Context: an optimization exercise on an open-source flow, tuned for small area, a short achievable clock period and few clock cycles per item. The choices shown serve that exercise and are no tape-out recipe.
No run shown here included a check of the RTL's function; only the layout flow was run.

## flow/design.v (module list and top-level ports; edited modules follow where they fit)
// module serac_cascade: 3126 lines
module serac_cascade (
    input  wire        clk,
    input  wire        rst,         
    input  wire        cfg_we,
    input  wire [5:0]  cfg_addr,    
    input  wire [31:0] cfg_data,
    input  wire        clr_state,   
    input  wire        in_valid,
    output wire        in_ready,
    input  wire [31:0] in_x,
    output reg         out_valid,
    output reg  [31:0] out_y
);
  // ...
==> flow/flow/run.sh <==
#!/bin/bash
set -euo pipefail
R=$PWD/orfs/results/sky130hd/serac_cascade/base
bash standard.sh synth > synth.log 2>&1
python3 flow/fa_polarity.py $R/1_2_yosys.v $R/1_2_yosys.pol.v > fa_polarity.log 2>&1
cp $R/1_2_yosys.v $R/1_2_yosys.std.v
mv $R/1_2_yosys.pol.v $R/1_2_yosys.v
rm -f $R/1_synth.odb $R/1_synth.sdc
bash standard.sh SETUP_SLACK_MARGIN=15 \
    "BUFFER_PORTS_ARGS=-buffer_cell sky130_fd_sc_hd__buf_4" \
    CTS_CLUSTER_SIZE=26 CTS_CLUSTER_DIAMETER=70 GPL_TIMING_DRIVEN=1 CORE_UTILIZATION=62 PLACE_DENSITY=0.76 \
    finish > standard_flow.log 2>&1
==> flow/flow/fa_polarity.py <==
#!/usr/bin/env python3
"""Remove inverters between full adders in a flat sky130 gate netlist.

A full adder satisfies FA(~a, ~b, ~c) = ~FA(a, b, c) on both outputs. Each
fa cell may therefore be "flipped": its inputs and its outputs complemented.
The pass strips the removable inverters (inv_* cells whose output is not a
port or an assign operand), chooses the flips by local search so that as few
inversions as possible remain, and puts back one inverter per net that still
needs its complement. Registers and every other cell are left as they are.

usage: fa_polarity.py in.v out.v
"""
import re
import sys
from collections import defaultdict

OUT_PINS = {"X", "Y", "Q", "Q_N", "SUM", "COUT", "HI", "LO"}

src = open(sys.argv[1]).read()
m = re.search(r"\bmodule\s+(\S+)\s*\((.*?)\);", src, re.S)
ports = set(p.strip().lstrip("\\") for p in m.group(2).split(","))

inst_re = re.compile(r"^(\s*)(sky130_fd_sc_hd__\w+)\s+(\S+)\s*\((.*?)\);\s*$", re.S | re.M)
pin_re = re.compile(r"\.(\w+)\(\s*(.*?)\s*\)\s*(?:,|$)", re.S)

cells = []          # [type, name, {pin: net}, span]
for mt in inst_re.finditer(src):
    pins = dict(pin_re.findall(mt.group(4)))
    cells.append([mt.group(2), mt.group(3), pins, mt.span()])

def base(n):
    n = n.strip()
    n = re.sub(r"\[\d+\]$", "", n)
    return n.lstrip("\\").strip()

assign_nets = set()
for am in re.finditer(r"^\s*assign\s+(.*?);", src, re.S | re.M):
    for tok in re.findall(r"\\?[A-Za-z_$][\w$.\[\]\\]*(?:\s*\[\d+\])?", am.group(1)):
        assign_nets.add(tok.strip())

def is_port(n):
    return base(n) in ports

drv = {}
for i, (t, name, pins, _) in enumerate(cells):
    for p, n in pins.items():
        if p in OUT_PINS:
            drv[n] = (i, p)

def is_inv(t):
    return re.match(r"sky130_fd_sc_hd__(inv|clkinv)_\d+$", t) is not None

removable = set()
for i, (t, name, pins, _) in enumerate(cells):
    if is_inv(t) and t.endswith("inv_1"):
        y = pins["Y"]
        if not is_port(y) and y not in assign_nets and not y.startswith("\\"):
            removable.add(i)

def logical(n):
    """(source net, parity) following removable inverters."""
    par = 0
    seen = 0
    while n in drv and drv[n][0] in removable:
        n = cells[drv[n][0]][2]["A"]
        par ^= 1
        seen += 1
        if seen > 100:
            break
    return n, par

isfa = [t.startswith("sky130_fd_sc_hd__fa_") for (t, _, _, _) in cells]
XSWAP = {"sky130_fd_sc_hd__xor2_1": "sky130_fd_sc_hd__xnor2_1",
         "sky130_fd_sc_hd__xnor2_1": "sky130_fd_sc_hd__xor2_1"}
isx = [t in XSWAP for (t, _, _, _) in cells]     # output polarity may flip

# loads: (cell index, pin, source net, parity)
loads = []
for i, (t, name, pins, _) in enumerate(cells):
    if i in removable:
        continue
    for p, n in pins.items():
        if p in OUT_PINS:
            continue
        if not n or n.startswith("1'"):
            continue
        s, par = logical(n)
        if par == 0 and s == n:
            continue       # not through a removable inverter: leave alone,
                           # unless the cell is an fa (it may flip)
        loads.append((i, p, s, par))
# fa input pins that are not behind an inverter still matter if the fa flips
for i, (t, name, pins, _) in enumerate(cells):
    if i in removable or not isfa[i]:
        continue
    for p in ("A", "B", "CIN"):
        n = pins[p]
        s, par = logical(n)
        if par == 0 and s == n:
            loads.append((i, p, s, 0))
# loads of fa outputs that are not behind an inverter
fa_out_nets = {}
for i, (t, name, pins, _) in enumerate(cells):
    if isfa[i]:
        for p in ("SUM", "COUT"):
            fa_out_nets[pins[p]] = i
    if isx[i]:
        fa_out_nets[pins["X" if "X" in pins else "Y"]] = i
have = set((l[0], l[1]) for l in loads)
for i, (t, name, pins, _) in enumerate(cells):
    if i in removable:
        continue
    for p, n in pins.items():
        if p in OUT_PINS or (i, p) in have:
            continue
        if n in fa_out_nets:
            loads.append((i, p, n, 0))
# ports / assigns driven by fa outputs can not change polarity: pin the fa
pinned = set()
for n, i in fa_out_nets.items():
    if is_port(n) or n in assign_nets:
        pinned.add(i)
# constants feeding fa inputs: the fa may still flip (use the other constant)

def src_fa(s):
    d = drv.get(s)
    if d and (isfa[d[0]] or isx[d[0]]):
        return d[0]
    return None

by_src = defaultdict(list)
for li, (i, p, s, par) in enumerate(loads):
    by_src[s].append(li)
cell_srcs = defaultdict(set)
for s, lis in by_src.items():
    g = src_fa(s)
    if g is not None:
        cell_srcs[g].add(s)
    for li in lis:
        i = loads[li][0]
        if isfa[i]:
            cell_srcs[i].add(s)

phi = [0] * len(cells)

def need(li):
    i, p, s, par = loads[li]
    r = par
    if isfa[i]:
        r ^= phi[i]
    g = src_fa(s)
    if g is not None:
        r ^= phi[g]
    return r

def cost_src(s):
    if s.startswith("1'"):
        return 0
    return 1 if any(need(li) for li in by_src[s]) else 0

def total():
    return sum(cost_src(s) for s in by_src)

import random
random.seed(1)
before = total()
flippable = [f for f in range(len(cells)) if (isfa[f] or isx[f]) and f not in pinned]
cur = before
best = cur
best_phi = list(phi)
T = 2.0
steps = 60 * len(flippable)
passes = 0
for it in range(steps):
    f = random.choice(flippable)
    ss = cell_srcs[f]
    c0 = sum(cost_src(x) for x in ss)
    phi[f] ^= 1
    c1 = sum(cost_src(x) for x in ss)
    d = c1 - c0
    if d <= 0 or random.random() < pow(2.718, -d / T):
        cur += d
        if cur < best:
            best = cur
            best_phi = list(phi)
    else:
        phi[f] ^= 1
    T = max(0.02, 2.0 * (1 - it / steps))
phi = best_phi
# final greedy cleanup
improved = True
while improved:
    improved = False
    passes += 1
    for f in flippable:
        ss = cell_srcs[f]
        c0 = sum(cost_src(x) for x in ss)
        phi[f] ^= 1
        c1 = sum(cost_src(x) for x in ss)
        if c1 < c0:
            improved = True
        else:
            phi[f] ^= 1
after = total()

# rebuild
newpins = {}
inv_for = {}
extra = []
k = 0
for li, (i, p, s, par) in enumerate(loads):
    r = need(li)
    if r == 0:
        newpins[(i, p)] = s
    else:
        if s.startswith("1'"):
            newpins[(i, p)] = "1'h1" if s.endswith("0") else "1'h0"
            continue
        if s not in inv_for:
            k += 1
            nn = "_fapol_%d_" % k
            inv_for[s] = nn
            extra.append((s, nn))
        newpins[(i, p)] = inv_for[s]

out = []
pos = 0
for i, (t, name, pins, span) in enumerate(cells):
    out.append(src[pos:span[0]])
    pos = span[1]
    if i in removable:
        continue
    ren = {}
    if isx[i] and phi[i]:
        t = XSWAP[t]
        ren = {"X": "Y", "Y": "X"}
    body = []
    for p, n in pins.items():
        p = ren.get(p, p) if p in ("X", "Y") else p
        body.append("    .%s(%s )" % (p, newpins.get((i, ren.get(p, p) if ren else p), n)))
    out.append("  %s %s (\n%s\n  );" % (t, name, ",\n".join(body)))
rest = src[pos:]
decl = "".join("  wire %s;\n" % nn for (_, nn) in extra)
insts = "".join("  sky130_fd_sc_hd__inv_1 _fapol_inv_%d_ (\n    .A(%s ),\n    .Y(%s )\n  );\n"
                % (j + 1, s, nn) for j, (s, nn) in enumerate(extra))
rest = rest.replace("endmodule", insts + "endmodule", 1)
text = "".join(out) + rest
# declare new wires after the module header
text = re.sub(r"(\bmodule\s+\S+\s*\(.*?\);\n)", lambda mm: mm.group(1) + decl, text, count=1, flags=re.S)
open(sys.argv[2], "w").write(text)
nflip = sum(phi)
sys.stderr.write("fa_polarity: %d removable inverters, %d -> %d needed, %d fa flipped, %d passes\n"
                 % (len(removable), before, after, nflip, passes))
==> flow/standard.sh <==
#!/bin/bash
# synth_recipe.tcl (not shown) runs the flow's synth.tcl, then flattens the netlist and writes it again
# the make line also repeats each setting of config.mk as NAME=value (left out here)
make -C /OpenROAD-flow-scripts/flow DESIGN_CONFIG=/design/flow/config.mk WORK_HOME=/design/flow/orfs CLKGATE_MAP_FILE= SYNTH_SCRIPT=/design/flow/synth_recipe.tcl "${@:-finish}"
==> flow/config.mk <==
export PLATFORM = sky130hd
export DESIGN_NAME = serac_cascade
export DESIGN_NICKNAME = serac_cascade
export VERILOG_FILES = /design/flow/design.v
export SDC_FILE = /design/flow/constraint.sdc
export NUM_CORES = 8
export LEC_CHECK = 0
export CAP_MARGIN = 20
export CORE_MARGIN = 2
export CORE_UTILIZATION = 40
export PLACE_DENSITY = 0.6
export SETUP_SLACK_MARGIN = 0.5
export SLEW_MARGIN = 20
==> flow/constraint.sdc <==
create_clock -name core_clock -period 20.0 [get_ports {clk}]
set_input_delay 4.0000 -clock core_clock [delete_from_list [all_inputs] [get_ports {clk}]]
set_output_delay 4.0000 -clock core_clock [all_outputs]
set_load 0.01 [all_outputs]
==> impl_results.md, run 1 <==
* Max-slew violations at 15
* Worst Path Arrival at around 1.5 ns
* Root buffer cell: clkbuf_16
* GR Util met1 at 0.549
* WHS at roughly 0.34 ns
* Top routing layer in use: met5
* Max FFs per register at 376
* CP Launch Point: out_y[0]$_SDFF_PP0_
* Min Tclk post-route at between 5 and 6 ns
* Fraction of area in multi-input gates at 0.551
* DP Worst Slack at 12.62 ns
* Reg area at roughly 0.084 mm^2
* Unrepaired setup endpoints after global routing: yes
* Drt pass-1 iters at 14
* DRC viols at 0
* Nonclk inv count at slightly above 600
* Area Growth Syn to Fin at 7.73%
* Syn Area/Cell at 11.8 um^2
* Placed cells at about 22000
* Comb_multi_in at approximately 13000
* Tapcell Cnt at 4751
* Worst R2R Path Depth at 7
* Routed Wire Length at a little under 900 mm
* Die W at 600 um
* Layout net count at 20977
* WS Path Type: reg -> out
* Via-to-Cell Ratio at ~7.5
* Worst slew margin at -0.0106
* Number of diodes at around 120
* Die area at between 0.3 and 0.4 mm^2
* Resized cells post-CTS at 387
* Cell Area, Synth at ~0.22 mm^2
* Final Hold Viols at 0
* Data buffer area share at 0.0330
* Max Cap Viol at 3
* Outcome: finished with violations
* Blocking Checks: max-capacitance violations, max-slew violations
* Gr usage total at 0.471
* CP Launch Type: flip-flop
* Worst path bufs/invs at 1
* Seq/total area at 0.353
==> run 2: changes to the inputs <==
--- a/flow/design.v
+++ b/flow/design.v
@@ -138,16 +138,18 @@
         else if (we_r && wa_r[2:0] == 3'd7)
             last_sec <= wd_r[2:0];
     end
     reg         ph;                 
     reg  [1:0]  busy;               
     reg  [2:0]  nsec0, nsec1;       
     reg  [1:0]  cnt;                
     reg         in_ready_o;         
+    reg         ov1;                
+    reg  [31:0] yo1;
     reg         vA, lastA;
     reg  [2:0]  secA;
     reg  [7:0]  ohA;                
     reg  [47:0] xd_A;               
     reg  [31:0] b0_A;
     reg         vB, lastB;
     reg  [2:0]  secB;
     reg  [7:0]  ohB;
@@ -3050,17 +3052,17 @@
         end else if (vD) begin
             s1r[secD] <= s1_new;
             s2r[secD] <= s2_new;
         end
     end
     wire        nt     = ~ph;
     wire        cont   = nt ? busy[1] : busy[0];
     wire [2:0]  nsec_t = nt ? nsec1 : nsec0;
-    wire        start  = in_valid & ~cont & cnt[1] & ~we_r;
+    wire        start  = in_valid & in_ready_o;
     wire        issue  = cont | start;
     wire [2:0]  sec_n  = cont ? nsec_t : 3'd0;
     wire        last_n = (sec_n == last_sec);
     wire [7:0]  oh_n   = 8'd1 << sec_n;
     wire [2:0]  sh_n   = rd3(oh_n, shv);
     wire [31:0] x_in   = in_x;
     wire [47:0] xd0    = booth(shsat(h0, sh_n));
     wire [47:0] xd1    = booth(shsat(h1, sh_n));
@@ -3073,30 +3075,32 @@
             ph         <= 1'b0;
             busy       <= 2'b00;
             cnt        <= 2'd3;
             in_ready_o <= 1'b1;
             vA         <= 1'b0;
             vB         <= 1'b0;
             vC         <= 1'b0;
             vD         <= 1'b0;
+            ov1        <= 1'b0;
             out_valid  <= 1'b0;
         end else begin
             ph         <= ~ph;
             if (issue) begin
                 if (nt) busy[1] <= ~last_n;
                 else    busy[0] <= ~last_n;
             end
             cnt        <= start ? 2'd0 : (cnt == 2'd3 ? 2'd3 : cnt + 2'd1);
             in_ready_o <= ready_next;
             vA         <= issue;
             vB         <= vA;
             vC         <= vB;
             vD         <= vC;
-            out_valid  <= vB & lastB;
+            ov1        <= vB & lastB;
+            out_valid  <= ov1;
         end
     end
     always @(posedge clk) begin
         if (issue) begin
             if (nt) nsec1 <= sec_n + 3'd1;
             else    nsec0 <= sec_n + 3'd1;
         end
         secA  <= sec_n;
@@ -3116,11 +3120,12 @@
         yd_C  <= sel0 ? yd1 : yd0;
         w1_C  <= w1_cs;
         w2_C  <= w2_cs;
         a1_C  <= rd32(ohB, a1v);
         a2_C  <= rd32(ohB, a2v);
         secD  <= secC;
         v1_D  <= v1_cs;
         v2_D  <= v2_cs;
-        out_y <= rst ? 32'd0 : y;
+        yo1   <= y;
+        out_y <= rst ? 32'd0 : yo1;
     end
 endmodule
==> flow/flow/run.sh (replaced) <==
#!/bin/bash
set -euo pipefail
R=$PWD/orfs/results/sky130hd/serac_cascade/base
bash standard.sh synth > synth.log 2>&1
python3 flow/fa_polarity.py $R/1_2_yosys.v $R/1_2_yosys.pol.v > fa_polarity.log 2>&1
cp $R/1_2_yosys.v $R/1_2_yosys.std.v
mv $R/1_2_yosys.pol.v $R/1_2_yosys.v
rm -f $R/1_synth.odb $R/1_synth.sdc
bash standard.sh SETUP_SLACK_MARGIN=15 \
    "BUFFER_PORTS_ARGS=-buffer_cell sky130_fd_sc_hd__buf_4" \
    CTS_CLUSTER_SIZE=26 CTS_CLUSTER_DIAMETER=70 GPL_TIMING_DRIVEN=1 CORE_UTILIZATION=55 PLACE_DENSITY=0.7 \
    finish > standard_flow.log 2>&1
==> run 2 against run 1 <==
The run now finishes clean. Utilization shrank 6.8 points. First-iteration DRC count shrank 13%. Clock-buffer cell count shrank 8. Die area grew 13%. Hold slack lost 0.059 ns.
==> impl_results.md, run 2 <==
* Worst slew margin at 0.165 (+0.176)
* HP Class: reg -> reg
* CTS max path bufs at 4
* Max FFs per register at 376 (unchanged)
* H-tree Lvls at 4
* FMAX at about 180 MHz
* Syn Area/Cell at 11.8 um^2 (+0.37%)
* Most common cell after layout, fill and taps aside: a22oi_1
* WS Path Type: reg -> out
* Crit path max-delay cell type: dfxtp_4
* Skew final at roughly 0.12 ns
* Via-to-Cell Ratio at 7.25 (-3.8%)
* Post-place instance area at roughly 0.23 mm^2
* Vias at ~170k
* Layout cells sized above 1 at 0.118
* DRC viols at 0 (unchanged)
* Gr usage total at 0.420 (-0.0512)
* Commonest cells after routing, fill and taps aside: a22oi_1 (3404), fa_1 (2420), edfxtp_1 (2054)
* Final setup vio count at 0
* Cell Area, Synth at 0.221 mm^2 (about the same)
* Post-DP HPWL at around 540 mm
* First-pass GRT wire length at between 1000 and 1500 mm
* Core area at between 0.3 and 0.4 mm^2
* Top reg by flops: s1r
* IO Pins at roughly 110
* Root buffer cell: clkbuf_16
* Critical Path Fanout Max at 2
* Clock-pin slew on the worst setup and hold paths at ~0.10 ns
* Num CTS Buffers at slightly above 200
* TNS Setup at 0 ns
* Final period util at 0.274
* Max-slew violations at 0 (-15)
* Clk latency of the worst-skew pair at 1.05 ns
* Finished Cell Area at around 0.24 mm^2
* CP peak stage delay at just over 0.4 ns
* Worst Tran Pin Value at ~1.3 ns
* Routability cong. at 1.04
* Cts hold-fix bufs at 0
* Final Hold Viols at 0 (unchanged)
* Mean routed wirelength per cell at approximately 37 um
* Initial Utilization at 0.552
* 1st-iter DRT viols at 27618
* Max Cap Viol at 0 (-3)
* Initial antenna violation count at 67
* CP Launch Type: flip-flop
* Final WS setup at approximately 15 ns
* Cells after Synth at about 19000
* PortBufs at ~110
* Drt pass-1 iters at 13 (-1)
* CP endpoint kind: output port
* Top delay family on crit path: flip-flops
* Layout net count at 20933 (-0.21%)
* Clock sinks at ~3200
* CTS tree: yes
* Sequence of cells on the critical path: buf_6
* Row Count at about 230
* Area Growth Syn to Fin at 8.92%
* Remaining Overflow, GRT at 0
* Routed Wire Length at 869 mm (+0.22%)
* Die area at 0.406 mm^2 (+13%)
* Worst path bufs/invs at 1 (unchanged)
* Required @ worst endpoint at ~16 ns
* Syn_nets at about 22000
* Min Tclk post-route at 5.47 ns (-0.0454 ns)
* Die W at 637 um (+6.2%)
* Unrepaired setup endpoints after global routing: yes
* DP Worst Slack at 11.79 ns (-0.835 ns)
* Outcome: finished clean
* Final antenna-violating net count at 0
* Synth warn at 1
* Largest net degree at the start of global routing at 67
* Vias in the first global route at between 150k and 200k
* Largest regs: s1r: 376 flops, s2r: 368 flops
* Die Height at approximately 640 um
* Worst Path Arrival at 1.47 ns (-0.05 ns)
[run 2: changes by cell type in the layout (fill, tap and decap cells not counted), sizes merged, moves of 16 or more]
cell	previous run	this run
diode	122	64
clkinv	41	58
dfxtp	1085	1101
a21oi	421	363
o22ai	38	71
nand4	296	248
nor3	72	98
xor2	1680	1698
o21ai	361	333
nand2	462	497
[run 2: path summary, 6_finish.rpt]
| path | from | end | slack (ns) | depth (start not counted) |
|---|---|---|---|---|
| max | in_ready_o$_SDFF_PP1_ | in_ready | 14.53 | 1 |
| min reg2reg | secC[2]$_DFF_P_ | secD[2]$_DFF_P_ | 0.28 | 0 |
| min | secC[2]$_DFF_P_ | secD[2]$_DFF_P_ | 0.28 | 0 |
| max reg2reg | s1_B[13]$_DFF_P_ | xd_A[29]$_DFF_P_ | 14.85 | 20 |
[run 2: cell type report]
| type | count | area [um^2] |
|---|---|---|
| sequential | 3155 | 84100 |
| fill | 31637 | 159000 |
| timing repair inverter | 1 | 16.3 |
| inverter | 577 | 2230 |
| clock inverter | 130 | 2030 |
| multi-input combinational | 13137 | 132000 |
| timing repair buffer | 856 | 7760 |
| antenna | 64 | 160 |
| clock buffer | 245 | 5320 |
| tap | 5265 | 6590 |
[run 2: repair_timing]
item | 4_1_cts | 5_1_grt
hold endpoints to repair | 0 | 0
setup buffers | 86 | 102
resized for setup | 489 | 454
setup endpoints to repair | 780 | 522
gates cloned | 10 | 6
pin swaps | 89 | 134
[run 2: worst register-to-register path, delay by kind of cell (launching register included)]
kind            cells  cell delay, ns
fa+ha+maj           2            0.92
compound gates      9            1.91
buf+inv             3            0.45
flops               1            0.41
simple gates        6            1.35
[run 2: stage by stage]
stage	util	hold WS, ns	instances
6_report	0.602	0.277	23430
5_1_grt	0.601	0.264	23370
4_1_cts	0.593	0.270	23254
3_5_place_dp	0.566	0.313	22783
3_3_place_gp	0.566	0.310	22778
2_1_floorplan	-	0.310	18674
[run 2: routing by layer]
layer / vias up / GRT usage / part of all wire
li1: 65210 / - / -
met4: 66 / 0.268 / 0.085
met3: 4262 / 0.181 / 0.17
met2: 15890 / 0.592 / 0.41
met1: 84352 / 0.529 / 0.34
met5: - / 0.0112 / 0.0010
==> run 3: changes to the inputs <==
--- a/flow/flow/run.sh
+++ b/flow/flow/run.sh
@@ -8,5 +8,5 @@
 rm -f $R/1_synth.odb $R/1_synth.sdc
 bash standard.sh SETUP_SLACK_MARGIN=15 \
     "BUFFER_PORTS_ARGS=-buffer_cell sky130_fd_sc_hd__buf_4" \
-    CTS_CLUSTER_SIZE=26 CTS_CLUSTER_DIAMETER=70 GPL_TIMING_DRIVEN=1 CORE_UTILIZATION=55 PLACE_DENSITY=0.7 \
+    CTS_CLUSTER_SIZE=26 CTS_CLUSTER_DIAMETER=70 GPL_TIMING_DRIVEN=1 \
     finish > standard_flow.log 2>&1
==> run 3 against run 2 <==
Routed wire length increased by 4.9%. Sequential share of layout area decreased by 0.57 points. Clock skew increased by 0.043 ns. Largest cell class unchanged. First-iteration DRC count decreased by 12%. Die area increased by 37%.
==> impl_results.md, run 3 <==
* Remaining Overflow, GRT at 0 (unchanged)
* Max Cap Viol at 0 (unchanged)
* Worst Tran Pin Value at 1.21 ns (-0.0402 ns)
* Layout cells sized above 1 at 0.120 (+0.00170)
* Worst Path Arrival at 1.57 ns (+0.10 ns)
* Top delay family on crit path: flip-flops
* Vias in the first global route at 172881 (-1.0%)
* Syn_nets at 21677 (unchanged)
* Via-to-Cell Ratio at 6.55 (-9.6%)
* Critical Path Fanout Max at 3 (+1)
* Vias at 167022 (-1.6%)
* TNS Setup at 0 ns (unchanged)
* CP peak stage delay at 0.41 ns (about the same)
* 1st-iter DRT viols at 24291 (-12%)
* IO Pins at 109 (unchanged)
* Clk latency of the worst-skew pair at 1.09 ns (+0.04 ns)
* Routability cong. at 1.00 (-3.8%)
* PortBufs at 108 (unchanged)
* Most common cell after layout, fill and taps aside: a22oi_1
* Cts hold-fix bufs at 0 (unchanged)
* Clock sinks at 3155 (unchanged)
* Sequence of cells on the critical path: buf_6
* Skew final at 0.165 ns (+0.0429 ns)
* Final WS setup at 14.43 ns (-0.0930 ns)
* Final period util at 0.278 (+0.00465)
* Routed Wire Length at 912 mm (+4.9%)
* Area Growth Syn to Fin at 10.8%
* Min Tclk post-route at 5.57 ns (+0.0930 ns)
* Commonest cells after routing, fill and taps aside: a22oi_1 (3405), fa_1 (2420), edfxtp_1 (2054)
* Clock-pin slew on the worst setup and hold paths at 0.09 ns (about the same)
* Worst slew margin at 0.192 (+0.0268)
* Crit path max-delay cell type: dfxtp_4
* Post-DP HPWL at 567 mm (+6.0%)
* Layout net count at 20997 (+0.31%)
* Final setup vio count at 0 (unchanged)
* WS Path Type: reg -> out
* Unrepaired setup endpoints after global routing: yes
* Synth warn at 1 (unchanged)
* Worst path bufs/invs at 1 (unchanged)
* First-pass GRT wire length at 1280 mm (+3.9%)
* Root buffer cell: clkbuf_16
* Final Hold Viols at 0 (unchanged)
* Initial antenna violation count at 60 (-10%)
* Final antenna-violating net count at 0 (unchanged)
* Die Height at 747 um (+17%)
* Largest regs: s1r: 376 flops, s2r: 368 flops
* CP Launch Type: flip-flop
* CTS max path bufs at 4 (unchanged)
* HP Class: reg -> reg
* CTS tree: yes
* Max-slew violations at 0 (unchanged)
* FMAX at 180 MHz (-1.7%)
* Largest net degree at the start of global routing at 69 (+3.0%)
* Cell Area, Synth at 0.221 mm^2 (unchanged)
* Outcome: finished clean
* Cells after Synth at 18674 (unchanged)
* DP Worst Slack at 12.67 ns (+0.876 ns)
* Core area at 0.549 mm^2 (+37%)
* Mean routed wirelength per cell at 35.8 um (-3.6%)
* Top reg by flops: s1r
* Initial Utilization at 0.402 (-0.150)
* Row Count at 272 (+17%)
* Max FFs per register at 376 (unchanged)
* Die W at 747 um (+17%)
* Drt pass-1 iters at 9 (-4)
* Gr usage total at 0.317 (-0.103)
* DRC viols at 0 (unchanged)
* Core Util, Final at 0.445 (-0.157)
* Num CTS Buffers at 229 (+13%)
* CP endpoint kind: output port
* H-tree Lvls at 4 (unchanged)
* Syn Area/Cell at 11.8 um^2 (unchanged)
* Die area at 0.558 mm^2 (+37%)
* Required @ worst endpoint at 16.00 ns (about the same)
[run 3: per-stage QoR]
step / hold slack [ns] / cell area [um^2] / std cells
final: 0.334 / 244000 / 25497
after global routing: 0.346 / 244000 / 25457
after CTS: 0.336 / 242000 / 25363
after detailed placement: 0.313 / 229000 / 24811
after global placement: 0.310 / 229000 / 24807
after floorplan: 0.310 / 221000 / 18674
[run 3: final cells by class]
| cell class | instances | area (um^2) |
|---|---|---|
| fillers | 50007 | 305000 |
| multi-input cells | 13137 | 132000 |
| flip-flops and latches | 3155 | 84200 |
| well taps | 7261 | 9080 |
| repair buffers | 894 | 8350 |
| clock buffers | 260 | 5980 |
| clock inverters | 172 | 2800 |
| inverters | 577 | 2250 |
| diodes | 41 | 103 |
[run 3: layer usage]
layer  up-vias  wire, um  part of all wire  GRT usage
met5         -       655           0.00072    0.00497
met4        56     59500             0.065      0.171
met3      3154    129000              0.14      0.110
met2     13413    383000              0.42      0.462
met1     85080    340000              0.37      0.414
li1      65319         -                 -          -
[run 3: path summary, 6_finish.rpt]
path,startpoint,cells after the start,endpoint,slack (ns)
hold reg to reg,lastA$_DFF_P_,0,lastB$_DFF_P_,0.33
hold / removal,lastA$_DFF_P_,0,lastB$_DFF_P_,0.33
setup reg to reg,s1_B[5]$_DFF_P_,22,xd_A[26]$_DFF_P_,14.82
setup / recovery,in_ready_o$_SDFF_PP1_,1,in_ready,14.43
[run 3: timing repair]
action / in CTS / in global routing
gates cloned: 13 / 3
gates resized for setup: 557 / 319
endpoints found under the setup margin: 828 / 587
setup buffers: 107 / 86
pin swaps: 91 / 120
endpoints found under the hold margin: 0 / 0

## re-timing with driven ports
The flow's constraints put no driver on any port. The routed layouts listed below were extracted and timed again, unchanged, in two steps. Step 1 (the two cells are an assumption about what drives the block):
set clk [get_ports {clk}]
set_driving_cell -lib_cell sky130_fd_sc_hd__clkbuf_16 $clk
set_driving_cell -lib_cell sky130_fd_sc_hd__buf_2 [delete_from_list [all_inputs] $clk]
Step 2, shift: input delay + t, output delay - t, t = (earliest + latest rising clock arrival at the registers) / 2. This alone moves slack from input paths to output paths. Slacks: ideal ports / drivers / drivers and shift; pairs: ideal ports / drivers.
run	t, ns	setup WS [ns]	clock arrival spread, ns	worst register clock-pin slew, ns
run 1	1.108	14.480 / 14.355 / 13.874	0.122 / 0.123	0.11 / 0.11
run 2	1.107	14.526 / 14.415 / 14.035	0.133 / 0.133	0.10 / 0.10
run 3	1.122	14.433 / 14.322 / 13.939	0.174 / 0.174	0.10 / 0.10
For run 1, which loses most, drivers alone change the setup slack by -0.125 ns; drivers and shift together by -0.606 ns.
